From an optimization exercise on the open Yosys and OpenROAD flow, aimed at small area, a short achievable clock period and few clock cycles per item; shortcuts taken in it are not production practice. In this exercise RTL edits were held to simulation tests only and were not proved equivalent to the original.

run 1:
Design chard_lane, start of the top module:
module chard_lane (
    input  wire        clk,
    input  wire        rst,
    input  wire        cmd_valid,
    output wire        cmd_ready,
    input  wire        cmd_slot,       
    input  wire [63:0] cmd_seed,
    input  wire [63:0] cmd_index,      
    input  wire [15:0] cmd_epoch,      
    input  wire [9:0]  cmd_stream,     
    input  wire [15:0] cmd_op,         
    input  wire [63:0] cmd_pos,        
    input  wire [15:0] cmd_count,      
    output wire        out_valid,
    input  wire        out_ready,
    output wire [31:0] out_word,
    output wire [63:0] out_hash,       
    output wire        out_last,       
    output wire        out_wrap,       
    output wire        tbl_en,
    output wire [9:0]  tbl_addr_a,
    output wire [9:0]  tbl_addr_b,
    input  wire [31:0] tbl_data_a,
    input  wire [31:0] tbl_data_b
);
    localparam RPS = 1;                
    localparam NS  = 8 / RPS;          
    localparam J5  = 5 / RPS;          
    localparam [31:0] K6 = 32'h9E37_79B9;
    localparam [31:0] K7 = 32'h7F4A_7C15;
    wire adv = out_ready | ~out_valid;
    reg         pending;               
    reg         ready_r;               
    reg         g_busy;
    reg         g_slot;
    reg         g_first;
    reg  [63:0] g_pos;
    reg  [15:0] g_left;
    assign cmd_ready = ready_r;
    reg         g_last;                
    reg         g_wrap;                
    reg  [2:0]  g_ones;
    wire        g_c16 = g_ones[0];
    wire        g_c32 = g_ones[0] & g_ones[1];
    wire        g_c48 = g_ones[0] & g_ones[1] & g_ones[2];
  ...
Size in the first run: ~970 flip-flops, ~0.052 mm² of cells after synthesis.
export LEC_CHECK = 0
export CAP_MARGIN = 30
export CORE_MARGIN = 2
export CORE_UTILIZATION = 50
export CTS_CLUSTER_DIAMETER = 90
export CTS_CLUSTER_SIZE = 24
export SETUP_SLACK_MARGIN = 2.35
export SLEW_MARGIN = 30
export TNS_END_PERCENT = 5
create_clock -name core_clock -period 5.0 [get_ports {clk}]
standard.sh (not shown) runs the stock make flow with config.mk's settings and CLKGATE_MAP_FILE= SYNTH_SCRIPT=/design/flow/synth_recipe.tcl, a recipe that flattens the netlist after the stock synthesis.
==> flow/flow/run.sh <==
#!/bin/bash
# The standard layout (standard.sh), with two synthesis changes that touch
# only the combinational mapping (registers are mapped exactly as in the
# standard synthesis, before either step):
#  - abc maps with a delay target (flow/abc_speed.script) in place of the
#    stock speed script;
#  - no full/half-adder extraction (ADDER_MAP_FILE empty), so abc sees the
#    adders as plain logic.
# Everything else is ORFS's own scripts, unchanged.
set -euo pipefail
here=$(pwd)
rm -rf "$here/scripts"
cp -r "$FLOW_HOME/scripts" "$here/scripts"
cp "$here/flow/abc_speed.script" "$here/scripts/abc_speed.script"
export SCRIPTS_DIR="$here/scripts"
export ADDER_MAP_FILE=
export BUFFER_PORTS_ARGS="-buffer_cell sky130_fd_sc_hd__buf_1"
bash "$here/standard.sh" > "$here/standard.log" 2>&1
==> flow/flow/abc_speed.script <==
strash
dch -f
map -D 1400
buffer -c
topo
stime -c
upsize -c
dnsize -c
Run 1 did not stop at any stage, and its layout met the timing, design-rule and antenna checks.
Testbench counts of run 1, summed over its fixed seeds: cycles 24,293, items 23,934.
Edits applied to the flow inputs when going from run 1 to run 2:
Settings: CTS_CLUSTER_DIAMETER changed from 90 to 80; CTS_CLUSTER_SIZE changed from 24 to 20; CORE_UTILIZATION changed from 50 to 58.
## What came out
Run 2 — final clock period utilization by the worst path 1.7 points higher, run 1 as reference. Compared to run 1, run 2 shows a narrower setup margin. Compare run 2 and run 1 | total track usage lower: run 1. Hold-critical path depth came out exactly the same in run 2 and run 1. Core utilization up 9.0 points in run 2 wrt run 1. Run 2 vs run 1, capturing element of the worst setup path: tbl_en vs st[3].rb[23]. Between run 2 and run 1, the worst clock skew is higher for run 1.
> inputs changed (run 2 -> run 3)
Settings: swapping 58 for 50 in CORE_UTILIZATION.
Results
Clock skew: run 3 vs run 2 up 7.1 ps
Going from run 2 to run 3, final number of max-transition violations level; number of clock buffers inserted by TritonCTS now larger; worst setup slack increased 98 ps.
When run 3 is set beside run 2, its count of clock-buffer cells in the layout turns out to be about 9% smaller.

---

## run A
The RTL this note starts from:
==> flow/design.v <==
module chard_lane (
    input  wire        clk,
    input  wire        rst,
    input  wire        cmd_valid,
    output wire        cmd_ready,
    input  wire        cmd_slot,       
    input  wire [63:0] cmd_seed,
    input  wire [63:0] cmd_index,      
    input  wire [15:0] cmd_epoch,      
    input  wire [9:0]  cmd_stream,     
    input  wire [15:0] cmd_op,         
    input  wire [63:0] cmd_pos,        
    input  wire [15:0] cmd_count,      
    output wire        out_valid,
    input  wire        out_ready,
    output wire [31:0] out_word,
    output wire [63:0] out_hash,       
    output wire        out_last,       
    output wire        out_wrap,       
    output wire        tbl_en,
    output wire [9:0]  tbl_addr_a,
    output wire [9:0]  tbl_addr_b,
    input  wire [31:0] tbl_data_a,
    input  wire [31:0] tbl_data_b
);
    localparam RPS = 1;                
    localparam NS  = 8 / RPS;          
    localparam J5  = 5 / RPS;          
    localparam [31:0] K6 = 32'h9E37_79B9;
    localparam [31:0] K7 = 32'h7F4A_7C15;
    wire adv = out_ready | ~out_valid;
    reg         pending;               
    reg         ready_r;               
    reg         g_busy;
    reg         g_slot;
    reg         g_first;
    reg  [63:0] g_pos;
    reg  [15:0] g_left;
    assign cmd_ready = ready_r;
    wire g_last  = (g_left == 16'd1);
    wire g_wrap  = g_slot & ~g_first & (g_pos[47:0] == 48'd0);
    wire [63:0] g_next_pos = g_slot ? {g_pos[63:48], g_pos[47:0] + 48'd1}
                                    : g_pos + 64'd1;
    wire take    = cmd_valid & ready_r;
    wire abort   = pending & ~cmd_valid;             
    wire vacc    = cmd_valid & ~pending & (~g_busy | (adv & g_last));
    wire        v  [0:NS+2];           
    wire        f  [0:NS+2];           
    wire        sp [0:NS+2];           
    wire        l  [0:NS+2];           
    wire        w  [0:NS+2];           
    assign v[0]  = g_busy;
    assign f[0]  = g_first;
    assign sp[0] = pending;
    assign l[0]  = g_last;
    assign w[0]  = g_wrap;
    wire keys_in = (J5 == 0) ? vacc : (adv & v[J5-1] & f[J5-1] & sp[J5-1]);
    always @(posedge clk) begin
        if (rst) begin
            pending <= 1'b0;
            ready_r <= 1'b0;
            g_busy  <= 1'b0;
        end else begin
            if (take | abort) begin
                pending <= 1'b0;
                ready_r <= 1'b0;
            end else begin
                if (vacc)
                    pending <= 1'b1;
                if (keys_in)
                    ready_r <= 1'b1;
            end
            if (abort)
                g_busy <= 1'b0;
            else if (vacc)
                g_busy <= 1'b1;
            else if (g_busy & adv & g_last)
                g_busy <= 1'b0;
        end
    end
    always @(posedge clk) begin
        if (vacc) begin
            g_slot  <= cmd_slot;
            g_first <= 1'b1;
            g_pos   <= cmd_pos;
            g_left  <= cmd_count;
        end else if (g_busy & adv) begin
            g_first <= 1'b0;
            g_pos   <= g_next_pos;
            g_left  <= g_left - 16'd1;
        end
    end
    reg  [31:0] kb0, kb1, kb2, kb3;
    reg  [25:0] kb4;                   
    reg  [15:0] kb5;                   
    reg         kb5s;                  
    wire [31:0] k4 = {kb4[25:10], 6'd0, kb4[9:0]};
    wire [31:0] k5 = {6'd0, kb5s, ~kb5s, 8'h00, kb5};
    function kload;
        input integer i;
        begin
            if (i / RPS == 0) kload = vacc;
            else kload = adv & v[i/RPS-1] & f[i/RPS-1] & sp[i/RPS-1];
        end
    endfunction
    always @(posedge clk) begin
        if (kload(0)) kb0 <= cmd_seed[31:0];
        if (kload(1)) kb1 <= cmd_seed[63:32];
        if (kload(2)) kb2 <= cmd_slot ? 32'd0 : cmd_index[31:0];
        if (kload(3)) kb3 <= cmd_slot ? 32'd0 : cmd_index[63:32];
        if (kload(4)) kb4 <= cmd_slot ? 26'd0 : {cmd_epoch, cmd_stream};
        if (kload(5)) begin
            kb5  <= cmd_slot ? 16'd0 : cmd_op;
            kb5s <= cmd_slot;
        end
    end
    function [31:0] key_of;
        input integer i;
        begin
            case (i)
                0: key_of = kb0;
                1: key_of = kb1;
                2: key_of = kb2;
                3: key_of = kb3;
                4: key_of = k4;
                5: key_of = k5;
                6: key_of = K6;
                default: key_of = K7;
            endcase
        end
    endfunction
    function [63:0] round;
        input [31:0] a, b, k;
        reg   [31:0] s;
        begin
            s     = {a[7:0], a[31:8]} + b;
            round = {s ^ k, s ^ ({b[28:0], b[31:29]} ^ k)};
        end
    endfunction
    wire [31:0] sa [0:NS];             
    wire [31:0] sb [0:NS];
    assign sa[0] = g_pos[63:32];
    assign sb[0] = g_pos[31:0];
    genvar gs, gr;
    generate
        for (gs = 1; gs <= NS; gs = gs + 1) begin : st
            reg  [31:0] ra, rb;
            reg         rv, rf, rsp, rl, rw;
            wire [63:0] h [0:RPS];
            assign h[0] = {sa[gs-1], sb[gs-1]};
            for (gr = 0; gr < RPS; gr = gr + 1) begin : rn
                assign h[gr+1] = round(h[gr][63:32], h[gr][31:0],
                                       key_of((gs - 1) * RPS + gr));
            end
            always @(posedge clk) begin
                if (rst)
                    rv <= 1'b0;
                else if (adv)          
                    rv <= v[gs-1] & ~(abort & sp[gs-1]);
                else if (abort & rsp)
                    rv <= 1'b0;
                if (take)
                    rsp <= 1'b0;
                else if (adv)
                    rsp <= sp[gs-1];
            end
            always @(posedge clk)
                if (adv) begin
                    ra <= h[RPS][63:32];
                    rb <= h[RPS][31:0];
                    rf <= f[gs-1];
                    rl <= l[gs-1];
                    rw <= w[gs-1];
                end
            assign sa[gs] = ra;
            assign sb[gs] = rb;
            assign v[gs]  = rv;
            assign f[gs]  = rf;
            assign sp[gs] = rsp;
            assign l[gs]  = rl;
            assign w[gs]  = rw;
        end
    endgenerate
    reg  [31:0] t_a, t_b;
    reg  [31:0] o_word;
    reg  [63:0] o_hash;
    reg         t_v, t_l, t_w, o_v, o_l, o_w;
    assign tbl_en     = adv & v[NS];
    assign tbl_addr_a = sb[NS][9:0];
    assign tbl_addr_b = sb[NS][19:10];
    wire [63:0] tb_dbl = {tbl_data_b, tbl_data_b} << t_b[24:20];
    always @(posedge clk) begin
        if (rst) begin
            t_v <= 1'b0;
            o_v <= 1'b0;
        end else if (adv) begin
            t_v <= v[NS];
            o_v <= t_v;
        end
    end
    always @(posedge clk)
        if (adv) begin
            t_a    <= sa[NS];
            t_b    <= sb[NS];
            t_l    <= l[NS];
            t_w    <= w[NS];
            o_word <= tbl_data_a ^ tb_dbl[63:32] ^ t_a;
            o_hash <= {t_a, t_b};
            o_l    <= t_l;
            o_w    <= t_w;
        end
    assign out_valid = o_v;
    assign out_word  = o_word;
    assign out_hash  = o_hash;
    assign out_last  = o_l;
    assign out_wrap  = o_w;
endmodule
clock: 5.0 ns
lec_check: 0
cap_margin: 20
core_margin: 2
core_utilization: 40
slew_margin: 20
run.sh (not shown) runs the stock make flow with config.mk's settings and CLKGATE_MAP_FILE= SYNTH_SCRIPT=/design/flow/synth_recipe.tcl, a recipe that flattens the netlist after the stock synthesis.
Stock flow here: none of the scripts above is used.
Testbench counts of run A, summed over its fixed seeds: cycles 24,293, items 23,934.
Relative to run A, the following input files were edited for run B:
==> flow/flow/run.sh (new file) <==
#!/bin/bash
# The standard layout (standard.sh), with two synthesis changes that touch
# only the combinational mapping (registers are mapped exactly as in the
# standard synthesis, before either step):
#  - abc maps with a delay target (flow/abc_speed.script) in place of the
#    stock speed script;
#  - no full/half-adder extraction (ADDER_MAP_FILE empty), so abc sees the
#    adders as plain logic.
# Everything else is ORFS's own scripts, unchanged.
set -euo pipefail
here=$(pwd)
rm -rf "$here/scripts"
cp -r "$FLOW_HOME/scripts" "$here/scripts"
cp "$here/flow/abc_speed.script" "$here/scripts/abc_speed.script"
export SCRIPTS_DIR="$here/scripts"
export ADDER_MAP_FILE=
export BUFFER_PORTS_ARGS="-buffer_cell sky130_fd_sc_hd__buf_1"
bash "$here/standard.sh" > "$here/standard.log" 2>&1
==> flow/flow/abc_speed.script (new file) <==
strash
dch -f
map -D 1400
buffer -c
topo
stime -c
upsize -c
dnsize -c
==> flow/standard.sh (new file) <==
#!/bin/bash
# synth_recipe.tcl (not shown) runs the flow's synth.tcl, then flattens the netlist and writes it again
# the make line also repeats each setting of config.mk as NAME=value (left out here)
make -C /OpenROAD-flow-scripts/flow DESIGN_CONFIG=/design/flow/config.mk WORK_HOME=/design/flow/orfs CLKGATE_MAP_FILE= SYNTH_SCRIPT=/design/flow/synth_recipe.tcl "${@:-finish}"
diff --git a/flow/config.mk b/flow/config.mk
--- a/flow/config.mk
+++ b/flow/config.mk
@@ -7,5 +7,6 @@
 export LEC_CHECK = 0
-export CAP_MARGIN = 20
+export CAP_MARGIN = 30
 export CORE_MARGIN = 2
-export CORE_UTILIZATION = 40
-export SLEW_MARGIN = 20
+export CORE_UTILIZATION = 60
+export SETUP_SLACK_MARGIN = 2.3
+export SLEW_MARGIN = 30
removed: flow/run.sh
Notes after the runs:
- Clock skew delta (run B − run A): unfavourable
- In the metrics for run B and run A, the one carrying the higher count of clock-buffer cells in the layout is run B.
- Between run B and run A, the difference in clock insertion delay at the later pin of the skew report is negligible.
- Synthesized-area fraction occupied by and/or/nand/nor cells ends up lower on run A.
- Compared with run A, run B shows final cell count that has gone up by more than 10%.
Relative to run B, the following input files were edited for run C:
diff --git a/flow/flow/run.sh b/flow/flow/run.sh
--- a/flow/flow/run.sh
+++ b/flow/flow/run.sh
@@ -16,3 +16,2 @@
 export ADDER_MAP_FILE=
-export BUFFER_PORTS_ARGS="-buffer_cell sky130_fd_sc_hd__buf_1"
 bash "$here/standard.sh" > "$here/standard.log" 2>&1
diff --git a/flow/config.mk b/flow/config.mk
--- a/flow/config.mk
+++ b/flow/config.mk
@@ -7,6 +7,6 @@
 export LEC_CHECK = 0
-export CAP_MARGIN = 30
+export CAP_MARGIN = 20
 export CORE_MARGIN = 2
-export CORE_UTILIZATION = 60
-export SETUP_SLACK_MARGIN = 2.3
-export SLEW_MARGIN = 30
+export CORE_UTILIZATION = 40
+export SETUP_SLACK_MARGIN = 2.6
+export SLEW_MARGIN = 20
[summary]
In summary, run C completed successfully, with a layout that passed the timing, design-rule and antenna checks. What run C reported for final-layout fill cell count has to be multiplied by 0.59 to get the figure for run B. Run C reports a higher fraction of area in non-clock buffers than run B does. Most common cell after layout, fill and taps aside = sky130_fd_sc_hd__edfxtp_1: run C; most common cell after layout, fill and taps aside = sky130_fd_sc_hd__nand2_1: run B. Run B -> run C: weighted congestion at the end of routability-driven global placement decreased by a few percent. From run B to run C the numbers moved as follows: ratio of routed vias to standard cells went down 9.4%, sequential cell count held, number of vias after detailed routing went up about 4%, multi-input combinational area share went up 1.2 points.
For run D, these inputs were changed with respect to run C:
diff --git a/flow/flow/run.sh b/flow/flow/run.sh
--- a/flow/flow/run.sh
+++ b/flow/flow/run.sh
@@ -16,2 +16,3 @@
 export ADDER_MAP_FILE=
+export BUFFER_PORTS_ARGS="-buffer_cell sky130_fd_sc_hd__buf_1"
 bash "$here/standard.sh" > "$here/standard.log" 2>&1
==> flow/flow/abc_speed.script <==
strash
dch -f
map -D 1600
buffer -c
topo
stime -c
upsize -c
dnsize -c
diff --git a/flow/config.mk b/flow/config.mk
--- a/flow/config.mk
+++ b/flow/config.mk
@@ -7,6 +7,6 @@
 export LEC_CHECK = 0
-export CAP_MARGIN = 20
+export CAP_MARGIN = 30
 export CORE_MARGIN = 2
 export CORE_UTILIZATION = 40
-export SETUP_SLACK_MARGIN = 2.6
-export SLEW_MARGIN = 20
+export SETUP_SLACK_MARGIN = 2.3
+export SLEW_MARGIN = 30
### Flow results
- Going from run C to run D, the global-route wire length before repair was found to have gone down by about 6%.
- In run D the share of final layout cell area taken by clock buffers and inverters turned out 0.46 points higher than in run C.
- Number of global-route vias before repair (run D over run C): decrease, about 8%
- Final clock period utilization by the worst path for run D: 3.6 points up relative to run C
- Run C -> run D: initial core utilization flat
- What run C reported for wire length has to be multiplied by 0.935 to get the figure for run D.
- [compare] base=run C new=run D: number of antenna cells inserted now smaller; insertion delay to the later sink of the worst-skew pair now smaller; minimum clock period after layout now larger.
- Of run D and run C, the run reporting the higher total area of multi-input combinational cells was run C.

[port drivers added, routing unchanged]
No port has a modelled driver above. Below, the same layouts with a new extraction and two added sets of constraints.
Step 1 (the two cells are an assumption about what drives the block):
set clk [get_ports {clk}]
set_driving_cell -lib_cell sky130_fd_sc_hd__clkbuf_16 $clk
set_driving_cell -lib_cell sky130_fd_sc_hd__buf_2 [delete_from_list [all_inputs] $clk]
Step 2 adds t to the input delays and takes it off the output delays; t is the mean of the earliest and latest rising clock arrival at the registers after step 1. Input paths then give back, and output paths get back, about the clock's delay inside the block.
a / b / c = ideal ports / drivers / drivers and shift; a / b = the first two.
run	shift t [ns]	setup slack, ns	hold WS [ns]	latest minus earliest clock arrival (ns)
run 1	0.748	2.314 / 2.314 / 1.807	0.425 / 0.425 / 0.425	0.035 / 0.035
run 2	0.746	2.231 / 2.205 / 1.666	0.413 / 0.413 / 0.413	0.034 / 0.033
run 3	0.753	2.329 / 2.329 / 1.654	0.419 / 0.416 / 0.419	0.045 / 0.044
run A	0.780	1.294 / 1.294 / 1.294	0.414 / 0.414 / 0.414	0.031 / 0.031
run B	0.768	2.271 / 2.271 / 1.585	0.411 / 0.391 / 0.411	0.066 / 0.066
run C	0.814	2.359 / 2.313 / 1.855	0.413 / 0.413 / 0.413	0.049 / 0.049
run D	0.791	2.181 / 2.181 / 1.886	0.414 / 0.384 / 0.414	0.031 / 0.032
After both steps setup and hold are still met in every run listed. The setup slack of run B, which loses most, moves by 0.000 ns with the drivers and by -0.686 ns with both steps.
